What follows belongs to an exercise in optimizing a design on an open flow for small area, a short achievable clock period and few clock cycles per item; a production flow would make more cautious choices.
At most, simulation tests tie the RTL to the original design; equivalence was not proved.

Setup of xenon:
==> flow/design.v (excerpt) <==
module aes_enc (
    input  wire         clk,
    input  wire         rst,         
    input  wire         start,       
    input  wire [1:0]   key_len,     
    input  wire [255:0] key,         
    input  wire [127:0] din,         
    output wire         ready,       
    output reg          done,        
    output wire [127:0] dout
);
clock: 15.0 ns
lec_check: 0
cap_margin: 20
core_margin: 2
core_utilization: 40
place_density: 0.6
slew_margin: 20
synth_hierarchical: 1
standard.sh (not shown) runs the stock make flow with config.mk's settings and CLKGATE_MAP_FILE= SYNTH_SCRIPT=/design/flow/synth_recipe.tcl, a recipe that flattens the netlist after the stock synthesis.
==> flow/flow/run.sh <==
#!/bin/bash
# Layout flow: the standard flow (standard.sh, unchanged synthesis), with
# plain buf_1 cells as the port buffers instead of the flow's default choice,
# a clock tree of clkbuf_16 cells without dummy loads, and timing repair asked
# for a setup margin (the SDC is unchanged).
set -euo pipefail
bash standard.sh "BUFFER_PORTS_ARGS=-buffer_cell sky130_fd_sc_hd__buf_1" "SETUP_SLACK_MARGIN=10.5" \
  "CTS_ARGS=-sink_clustering_enable -repair_clock_nets -dont_use_dummy_load -buf_list sky130_fd_sc_hd__clkbuf_16" \
  finish > make_finish.log 2>&1
xenon reached the final stage; the timing, design-rule and antenna checks on its layout passed.
Testbench counts of xenon, summed over its fixed seeds: cycles 28,456, blocks 2,400.
For willow, these inputs were changed with respect to xenon:
- CAP_MARGIN now 10, was 20
- CORE_UTILIZATION now 45, was 40
- SLEW_MARGIN now 10, was 20
Notes after the runs:
- Vertical extent of the die was higher in xenon than in willow.
- willow against xenon: routed wire length fell by 3.2%, final critical path time including I/O delays and setup up 0.095 ns.
- willow against xenon: worst path setup slack after routing lost 0.095 ns, summed area of non-filler cells in the final layout lost about 0.5%, data arrival time at the worst-slack endpoint picked up an extra 0.09 ns.
The inputs of ember differ from those of willow as listed below.
- changing CAP_MARGIN from 10 to 20
- changing SLEW_MARGIN from 10 to 20
- changing CORE_UTILIZATION from 45 to 52
The flow did not stop early for ember: all stages ran, and the layout cleared the timing, design-rule and antenna checks.
Compared with willow, in ember synthesis-to-finish area growth decreased 0.64 points; post-detailed-route wirelength per cell decreased 1.5%.
Route | ember vs willow | wire shorter in ember
Against willow, final RePlAce weighted congestion in ember rose slightly.
Summary of ember over willow: sequential share of layout area has increased; total of plain and repair buffers excluding clock buffers has increased.
Between ember and willow, the worst-case hold slack figures differ only marginally.
Modified inputs, maple compared to ember
- a change of CORE_UTILIZATION from 52 to 45
==> flow/flow/run.sh <==
#!/bin/bash
# Layout flow: the standard flow (standard.sh, unchanged synthesis), with
# plain buf_1 cells as the port buffers instead of the flow's default choice,
# a clock tree of clkbuf_8 cells without dummy loads, and timing repair asked
# for a setup margin (the SDC is unchanged).
set -euo pipefail
bash standard.sh "BUFFER_PORTS_ARGS=-buffer_cell sky130_fd_sc_hd__buf_1" "SETUP_SLACK_MARGIN=10.5" \
  "CTS_ARGS=-sink_clustering_enable -repair_clock_nets -dont_use_dummy_load -buf_list sky130_fd_sc_hd__clkbuf_8" \
  finish > make_finish.log 2>&1
Results
The flow did not stop early for maple: all stages ran, and the layout cleared the timing, design-rule and antenna checks. maple vs ember: logic depth of the worst register-to-register path up by a little under 10%. maple against ember: post-route antenna net violation count now sits at about the same level. Between maple and ember, worst stage delay on the critical path is lower for maple, ember comes in above that.

---

## Q
Another version of the RTL of aes_enc (not shown whole).
For scale: about 410 flip-flops, ~520 I/O pins, ~43000 um2 of cells after synthesis.
Settings: LEC_CHECK=0, CAP_MARGIN=20, CORE_MARGIN=2, CORE_UTILIZATION=50, PLACE_DENSITY=0.6, SLEW_MARGIN=20, SYNTH_HIERARCHICAL=1; clock period 15.0 ns.
run.sh (not shown) runs the stock make flow with config.mk's settings and CLKGATE_MAP_FILE= SYNTH_SCRIPT=/design/flow/synth_recipe.tcl, a recipe that flattens the netlist after the stock synthesis.
Stock flow here: none of the scripts above is used.
Q: flow completed, timing, DRC and antenna clean
#### Input delta (R over Q)
Settings: PLACE_DENSITY: 0.6 -> 0.75; CORE_UTILIZATION: 50 -> 65.
Notes after the runs:
Cmp R vs Q: global routing met3 resource utilization higher in R
Status: later-pin clock latency in the skew report parity (R, Q)
STATUS maximum frequency: R wins against Q
No run of this note included a check of the RTL's function; only the layout flow was run.

---

Setup of v24:
Another version of the RTL of aes_enc (not shown whole).
Size: roughly 1000 flip-flops, ~520 I/O pins, ~56000 sq um of cells after synthesis.
// aes_enc
module aes_enc (
    input  wire         clk,
    input  wire         rst,         
    input  wire         start,       
    input  wire [1:0]   key_len,     
    input  wire [255:0] key,         
    input  wire [127:0] din,         
    output wire         ready,       
    output reg          done,        
    output wire [127:0] dout
);
    reg        rdy;          
    reg        rsel, nrsel;  
    reg        xv, xm192, xm256, xr1;
    reg  [2:0] xkc;
    reg  [3:0] xcnt;
    reg  [7:0] xrcon;
    reg        yv, ym192, ym256, ylast;
    reg  [2:0] ykc;
    reg  [3:0] ycnt;
    reg  [7:0] yrcon;
    assign ready = rdy;
    function [2:0] kc_next;
        input [2:0] kc;
        input       m192, m256;
        kc_next = m192 ? ((kc == 3'd4) ? 3'd2 : (kc == 3'd2) ? 3'd0 : 3'd4) :
                  m256 ? (kc ^ 3'd4) : 3'd0;
    endfunction
    wire       kc0_s  = (xkc == 3'd0);
    wire       kc4_s  = (xkc == 3'd4);
    wire       p0_s   = kc0_s || (xm256 && kc4_s && !xr1);   
  ...
clock: 15.0 ns
lec_check: 0
cap_margin: 20
core_margin: 2
core_utilization: 55
place_density: 0.68
slew_margin: 20
synth_hierarchical: 1
standard.sh (not shown) runs the stock make flow with config.mk's settings and CLKGATE_MAP_FILE= SYNTH_SCRIPT=/design/flow/synth_recipe.tcl, a recipe that flattens the netlist after the stock synthesis.
==> flow/flow/run.sh <==
#!/bin/bash
# Layout flow: the standard flow (standard.sh, unchanged synthesis), with
# plain buf_1 cells as the port buffers instead of the flow's default choice,
# a clock tree of clkbuf_8 cells without dummy loads, and timing repair asked
# for a setup margin (the SDC is unchanged).
set -euo pipefail
bash standard.sh "BUFFER_PORTS_ARGS=-buffer_cell sky130_fd_sc_hd__buf_1" "SETUP_SLACK_MARGIN=10" \
  "CTS_ARGS=-sink_clustering_enable -repair_clock_nets -dont_use_dummy_load -buf_list sky130_fd_sc_hd__clkbuf_8" \
  finish > make_finish.log 2>&1
v24 finished all stages; the layout is clean.
Testbench counts of v24, summed over its fixed seeds: cycles 28,456, blocks 2,400.
#### Input delta (v4 over v24)
- changing CORE_UTILIZATION from 55 to 45
- changing PLACE_DENSITY from 0.68 to 0.6
==> comparison <==
v4: all stages complete, timing, DRC and antenna checks passed
Global placement routability congestion (v4 vs. v24) decreases by a few percent
[compare] base=v24 new=v4: initial core utilization went down 9.9 points; number of instances resized during post-cts repair went up 3.
The following lists how v27 was set up differently from v4:
diff --git a/flow/flow/run.sh b/flow/flow/run.sh
--- a/flow/flow/run.sh
+++ b/flow/flow/run.sh
@@ -7 +7 @@
-bash standard.sh "BUFFER_PORTS_ARGS=-buffer_cell sky130_fd_sc_hd__buf_1" "SETUP_SLACK_MARGIN=10" \
+bash standard.sh "BUFFER_PORTS_ARGS=-buffer_cell sky130_fd_sc_hd__buf_1" "SETUP_SLACK_MARGIN=10.5" \
## What came out
Note that the largest net degree at the start of global routing recorded for v4 amounts to 1.06 times the value seen in v27.
v4 → v27: worst hold margin saw a decrease; initial antenna violation count saw an increase; total detailed-routing wirelength saw an increase; final standard cell area without fillers saw an increase.
Comparing total number of vias for v27 and v4, the smaller number came from v4.
Total of cells resized after clock tree synthesis in v27 is 228 above v4.
Summary of v27 over v4: first-pass GRT wire length comparable.
Input-level comparison between v43 and v27:
diff --git a/flow/flow/run.sh b/flow/flow/run.sh
--- a/flow/flow/run.sh
+++ b/flow/flow/run.sh
@@ -7 +7 @@
-bash standard.sh "BUFFER_PORTS_ARGS=-buffer_cell sky130_fd_sc_hd__buf_1" "SETUP_SLACK_MARGIN=10.5" \
+bash standard.sh "BUFFER_PORTS_ARGS=-buffer_cell sky130_fd_sc_hd__buf_1" "SETUP_SLACK_MARGIN=11" \
[summary]
Every stage of the flow completed for v43, and the final layout passed the timing, design-rule and antenna checks.
Compare v27 and v43 | first-pass GRT wire length lower: v27
| initial antenna violation count | lower: v27 |
Mean cell area of the mapped netlist came out exactly the same in v27 and v43.

---

Setup of build 68:
Another version of the RTL of aes_enc (not shown whole).
Size: roughly 520 I/O pins, about 57000 sq um of cells after synthesis.
==> flow/config.mk <==
export PLATFORM = sky130hd
export DESIGN_NAME = aes_enc
export DESIGN_NICKNAME = aes_enc
export VERILOG_FILES = /design/flow/design.v
export SDC_FILE = /design/flow/constraint.sdc
export NUM_CORES = 8
export LEC_CHECK = 0
export CAP_MARGIN = 20
export CORE_MARGIN = 2
export CORE_UTILIZATION = 45
export PLACE_DENSITY = 0.6
export SLEW_MARGIN = 20
export SYNTH_HIERARCHICAL = 1
==> flow/constraint.sdc <==
create_clock -name core_clock -period 15.0 [get_ports {clk}]
set_input_delay 3.0000 -clock core_clock [delete_from_list [all_inputs] [get_ports {clk}]]
set_output_delay 3.0000 -clock core_clock [all_outputs]
set_load 0.01 [all_outputs]
==> flow/flow/run.sh <==
#!/bin/bash
# Layout flow: the standard flow (standard.sh, unchanged synthesis), with
# plain buf_1 cells as the port buffers instead of the flow's default choice,
# a clock tree of clkbuf_8 cells without dummy loads, and timing repair asked
# for a setup margin (the SDC is unchanged).
set -euo pipefail
bash standard.sh "BUFFER_PORTS_ARGS=-buffer_cell sky130_fd_sc_hd__buf_1" "SETUP_SLACK_MARGIN=10.2" \
  "CTS_ARGS=-sink_clustering_enable -repair_clock_nets -dont_use_dummy_load -buf_list sky130_fd_sc_hd__clkbuf_8" \
  finish > make_finish.log 2>&1
Build 68 reached the end of the flow, and the finished layout is clean on the timing, design-rule and antenna checks.
Testbench counts of build 68, summed over its fixed seeds: cycles 28,456, blocks 2,400.
Changes in build 15 relative to build 68:
--- a/flow/flow/run.sh
+++ b/flow/flow/run.sh
@@ -7 +7 @@
-bash standard.sh "BUFFER_PORTS_ARGS=-buffer_cell sky130_fd_sc_hd__buf_1" "SETUP_SLACK_MARGIN=10.2" \
+bash standard.sh "BUFFER_PORTS_ARGS=-buffer_cell sky130_fd_sc_hd__buf_1" "SETUP_SLACK_MARGIN=10.5" \
- The count of nets after finishing was comparable across build 15 and build 68.
- Any difference in aggregate routed wire length between build 15 and build 68 is small enough to ignore.
- Wire length of the first global-routing pass: build 15 vs build 68 — no meaningful difference
- Final instance area of build 15 exceeds that of build 68 slightly.
The following lists how build 64 was set up differently from build 15:
--- a/flow/flow/run.sh
+++ b/flow/flow/run.sh
@@ -4,2 +4 @@
-# a clock tree of clkbuf_8 cells without dummy loads, and timing repair asked
-# for a setup margin (the SDC is unchanged).
+# and timing repair asked for a setup margin (the SDC is unchanged).
@@ -8 +6,0 @@
-  "CTS_ARGS=-sink_clustering_enable -repair_clock_nets -dont_use_dummy_load -buf_list sky130_fd_sc_hd__clkbuf_8" \
Results
Build 64 completed every stage of the flow, and the final layout passed the timing, design-rule and antenna checks.
Sort build 64 and build 15 by layout filler cell count desc -> top: build 15
Taking build 15 as the reference, in build 64 share of the final layout cell area in sequential cells down 0.68 points, met2 wire length down 0.78%.

---

Setup of build 80:
aes_enc, a different RTL version from the one above (not shown whole).
Size in the first run: roughly 5200 cells after synthesis, roughly 580 flip-flops, ~520 I/O pins, about 46000 sq um of cells after synthesis.
==> flow/config.mk <==
export PLATFORM = sky130hd
export DESIGN_NAME = aes_enc
export DESIGN_NICKNAME = aes_enc
export VERILOG_FILES = /design/flow/design.v
export SDC_FILE = /design/flow/constraint.sdc
export NUM_CORES = 8
export LEC_CHECK = 0
export CAP_MARGIN = 20
export CORE_MARGIN = 2
export CORE_UTILIZATION = 45
export PLACE_DENSITY = 0.6
export SLEW_MARGIN = 20
export SYNTH_HIERARCHICAL = 1
==> flow/constraint.sdc <==
create_clock -name core_clock -period 15.0 [get_ports {clk}]
set_input_delay 3.0000 -clock core_clock [delete_from_list [all_inputs] [get_ports {clk}]]
set_output_delay 3.0000 -clock core_clock [all_outputs]
set_load 0.01 [all_outputs]
==> flow/flow/run.sh <==
#!/bin/bash
# Layout flow: the standard flow (standard.sh, unchanged synthesis), with
# plain buf_1 cells as the port buffers instead of the flow's default choice,
# and timing repair asked for a setup margin (the SDC is unchanged).
set -euo pipefail
bash standard.sh "BUFFER_PORTS_ARGS=-buffer_cell sky130_fd_sc_hd__buf_1" "SETUP_SLACK_MARGIN=8" finish > make_finish.log 2>&1
Build 80 reached the end of the flow, and the finished layout is clean on the timing, design-rule and antenna checks.
Testbench counts of build 80, summed over its fixed seeds: cycles 27,736, blocks 2,400.
Edits applied to the flow inputs when going from build 80 to build 94:
==> flow/flow/run.sh <==
#!/bin/bash
# Layout flow: the standard flow (standard.sh, unchanged synthesis), with
# plain buf_1 cells as the port buffers instead of the flow's default choice,
# a clock tree of clkbuf_8 cells without dummy loads, and timing repair asked
# for a setup margin (the SDC is unchanged).
set -euo pipefail
bash standard.sh "BUFFER_PORTS_ARGS=-buffer_cell sky130_fd_sc_hd__buf_1" "SETUP_SLACK_MARGIN=8.5" \
  "CTS_ARGS=-sink_clustering_enable -repair_clock_nets -dont_use_dummy_load -buf_list sky130_fd_sc_hd__clkbuf_8" \
  finish > make_finish.log 2>&1
Findings:
Build 94 vs. build 80: area of the mapped netlist flat, number of vias per cell after detailed routing went up by about 0.5%, post-synthesis to final-layout area growth picked up an extra 7.1 points, initial antenna violation count moved up, final cell utilization of the core picked up an extra 3.2 points. On maximum buffer depth of the clock tree, build 94 and build 80 are basically level. Changes observed in build 94 relative to build 80: count of standard-cell rows closely matched the old numbers, cell count climbed about 1.4%, final-layout fill cell count -about 3.6%.
#### Input delta (build 73 over build 94)
- CORE_UTILIZATION changed from 45 to 55
- PLACE_DENSITY changed from 0.6 to 0.68
-- flow/flow/run.sh --
<<< build 94, line 6
set -euo pipefail
bash standard.sh "BUFFER_PORTS_ARGS=-buffer_cell sky130_fd_sc_hd__buf_1" "SETUP_SLACK_MARGIN=8.5" \
  "CTS_ARGS=-sink_clustering_enable -repair_clock_nets -dont_use_dummy_load -buf_list sky130_fd_sc_hd__clkbuf_8" \
>>> build 73, line 6
set -euo pipefail
bash standard.sh "BUFFER_PORTS_ARGS=-buffer_cell sky130_fd_sc_hd__buf_1" "SETUP_SLACK_MARGIN=8" \
  "CTS_ARGS=-sink_clustering_enable -repair_clock_nets -dont_use_dummy_load -buf_list sky130_fd_sc_hd__clkbuf_8" \
==> comparison <==
- Build 73 ends up with a weighted congestion at the end of routability-driven global placement that is 0.0037 higher than in build 94.
- As of build 73, final area had fallen by a little under 10% compared to build 94.
- Comparing build 73 and build 94, part of the cycle the worst path needs is lower on build 94.
- In build 73, total wirelength of the detailed-routed design is lower than in build 94.
- In the tables for build 73 and build 94, logic depth of the worst path, buffers included reads higher with build 73.
- Comparing build 73 and build 94, arrival time at the worst endpoint is higher on build 73.
- Count of cells along the worst register-to-register path: build 73 and build 94 compared, higher one is build 73
- Going from build 94 to build 73, die area shrinks by about 18%.

---

Starting RTL as in the previous note.
export LEC_CHECK = 0
export CAP_MARGIN = 20
export CORE_MARGIN = 2
export CORE_UTILIZATION = 45
export PLACE_DENSITY = 0.75
export SLEW_MARGIN = 20
export SYNTH_HIERARCHICAL = 1
create_clock -name core_clock -period 15.0 [get_ports {clk}]
==> flow/flow/run.sh <==
#!/bin/bash
# Layout flow: the standard flow (standard.sh, unchanged synthesis), with
# plain buf_1 cells as the port buffers instead of the flow's default choice,
# a clock tree of clkbuf_8 cells without dummy loads, and timing repair asked
# for a setup margin (the SDC is unchanged).
set -euo pipefail
bash standard.sh "BUFFER_PORTS_ARGS=-buffer_cell sky130_fd_sc_hd__buf_1" "SETUP_SLACK_MARGIN=8" \
  "CTS_ARGS=-sink_clustering_enable -repair_clock_nets -dont_use_dummy_load -buf_list sky130_fd_sc_hd__clkbuf_8" \
  finish > make_finish.log 2>&1
The baseline passed the timing, design-rule and antenna checks.
Testbench counts at the start, summed over its fixed seeds: cycles 27,736, blocks 2,400.
Change:
--- a/flow/flow/run.sh
+++ b/flow/flow/run.sh
@@ -6,3 +6,3 @@
 set -euo pipefail
-bash standard.sh "BUFFER_PORTS_ARGS=-buffer_cell sky130_fd_sc_hd__buf_1" "SETUP_SLACK_MARGIN=8" \
+bash standard.sh "BUFFER_PORTS_ARGS=-buffer_cell sky130_fd_sc_hd__buf_1" "SETUP_SLACK_MARGIN=7.5" \
   "CTS_ARGS=-sink_clustering_enable -repair_clock_nets -dont_use_dummy_load -buf_list sky130_fd_sc_hd__clkbuf_8" \
--- a/flow/config.mk
+++ b/flow/config.mk
@@ -10,3 +10,3 @@
 export CORE_UTILIZATION = 45
-export PLACE_DENSITY = 0.75
+export PLACE_DENSITY = 0.6
 export SLEW_MARGIN = 20
After rerunning: The new run produced a clean layout; setup slack loses 0.45 ns; final area goes down by 3.2%; maximum frequency came out lower by 6.1%; sequential share of layout area grows by 0.67 points; wire length came out higher by 0.42%; count of clock-buffer cells in the layout increases by 6; via count went down by 2.5%; worst hold slack stays flat.
Change:
--- a/flow/flow/run.sh
+++ b/flow/flow/run.sh
@@ -6,3 +6,3 @@
 set -euo pipefail
-bash standard.sh "BUFFER_PORTS_ARGS=-buffer_cell sky130_fd_sc_hd__buf_1" "SETUP_SLACK_MARGIN=7.5" \
+bash standard.sh "BUFFER_PORTS_ARGS=-buffer_cell sky130_fd_sc_hd__buf_1" "SETUP_SLACK_MARGIN=8" \
   "CTS_ARGS=-sink_clustering_enable -repair_clock_nets -dont_use_dummy_load -buf_list sky130_fd_sc_hd__clkbuf_8" \
Cell area is higher by 3.2%; sequential share of layout area is lower by 0.63 points.

[afterwards: timing with drivers on the ports]
The results above use ideal ports. As a check the final layouts listed here were re-extracted and re-timed, cells and wires unchanged. Step 1 assumes that a clkbuf_16 drives the clock port and a buf_2 every other input. Step 2 adds t to the input delays and takes it off the output delays; t is the mean of the earliest and latest rising clock arrival at the registers after step 1. Input paths then give back, and output paths get back, about the clock's delay inside the block. Slacks: ideal / step 1 / step 2; pairs: ideal / step 1.
run | t (ns) | setup WS [ns] | hold slack, ns | latest minus earliest clock arrival (ns) | slew at the worst register clock pin (ns)
xenon | 0.800 | 10.685 / 10.605 / 10.263 | 0.315 / 0.315 / 0.315 | 0.124 / 0.125 | 0.07 / 0.07
willow | 0.776 | 10.590 / 10.516 / 10.202 | 0.325 / 0.325 / 0.325 | 0.081 / 0.082 | 0.07 / 0.07
ember | 0.748 | 10.678 / 10.604 / 10.212 | 0.322 / 0.322 / 0.322 | 0.095 / 0.095 | 0.07 / 0.07
maple | 0.945 | 10.540 / 10.471 / 10.230 | 0.325 / 0.325 / 0.325 | 0.123 / 0.123 | 0.07 / 0.07
Q | 0.681 | 6.415 / 6.415 / 6.415 | 0.431 / 0.431 / 0.431 | 0.036 / 0.037 | 0.08 / 0.08
R | 0.679 | 6.552 / 6.552 / 6.552 | 0.445 / 0.445 / 0.445 | 0.047 / 0.047 | 0.07 / 0.07
v24 | 0.889 | 10.031 / 10.031 / 10.031 | 0.250 / 0.250 / 0.250 | 0.095 / 0.095 | 0.07 / 0.07
v4 | 0.946 | 10.045 / 10.045 / 9.876 | 0.300 / 0.300 / 0.300 | 0.080 / 0.080 | 0.06 / 0.06
v27 | 0.949 | 10.576 / 10.499 / 10.033 | 0.277 / 0.277 / 0.277 | 0.115 / 0.115 | 0.07 / 0.07
v43 | 0.942 | 10.591 / 10.524 / 10.212 | 0.294 / 0.294 / 0.294 | 0.103 / 0.103 | 0.08 / 0.08
build 68 | 0.931 | 10.278 / 10.194 / 10.172 | 0.318 / 0.318 / 0.318 | 0.107 / 0.107 | 0.07 / 0.07
build 15 | 0.928 | 10.564 / 10.478 / 10.186 | 0.322 / 0.322 / 0.322 | 0.109 / 0.109 | 0.07 / 0.07
build 64 | 0.819 | 10.616 / 10.536 / 10.186 | 0.326 / 0.326 / 0.326 | 0.049 / 0.049 | 0.07 / 0.07
build 80 | 0.715 | 8.181 / 8.181 / 8.181 | 0.438 / 0.438 / 0.438 | 0.036 / 0.036 | 0.07 / 0.07
build 94 | 0.818 | 8.645 / 8.645 / 8.645 | 0.438 / 0.438 / 0.438 | 0.097 / 0.097 | 0.07 / 0.07
build 73 | 0.805 | 8.153 / 8.153 / 8.153 | 0.430 / 0.430 / 0.430 | 0.093 / 0.094 | 0.07 / 0.07
the first run of note 6 | 0.797 | 8.103 / 8.103 / 8.103 | 0.437 / 0.437 / 0.437 | 0.113 / 0.113 | 0.07 / 0.07
the second run of note 6 | 0.835 | 7.651 / 7.651 / 7.651 | 0.438 / 0.438 / 0.438 | 0.098 / 0.098 | 0.07 / 0.07
the third run of note 6 | 0.826 | 8.148 / 8.148 / 8.148 | 0.438 / 0.438 / 0.438 | 0.098 / 0.098 | 0.07 / 0.07
After both steps setup and hold are still met in every run listed. For v27, which loses most, drivers alone change the setup slack by -0.077 ns; drivers and shift together by -0.543 ns.
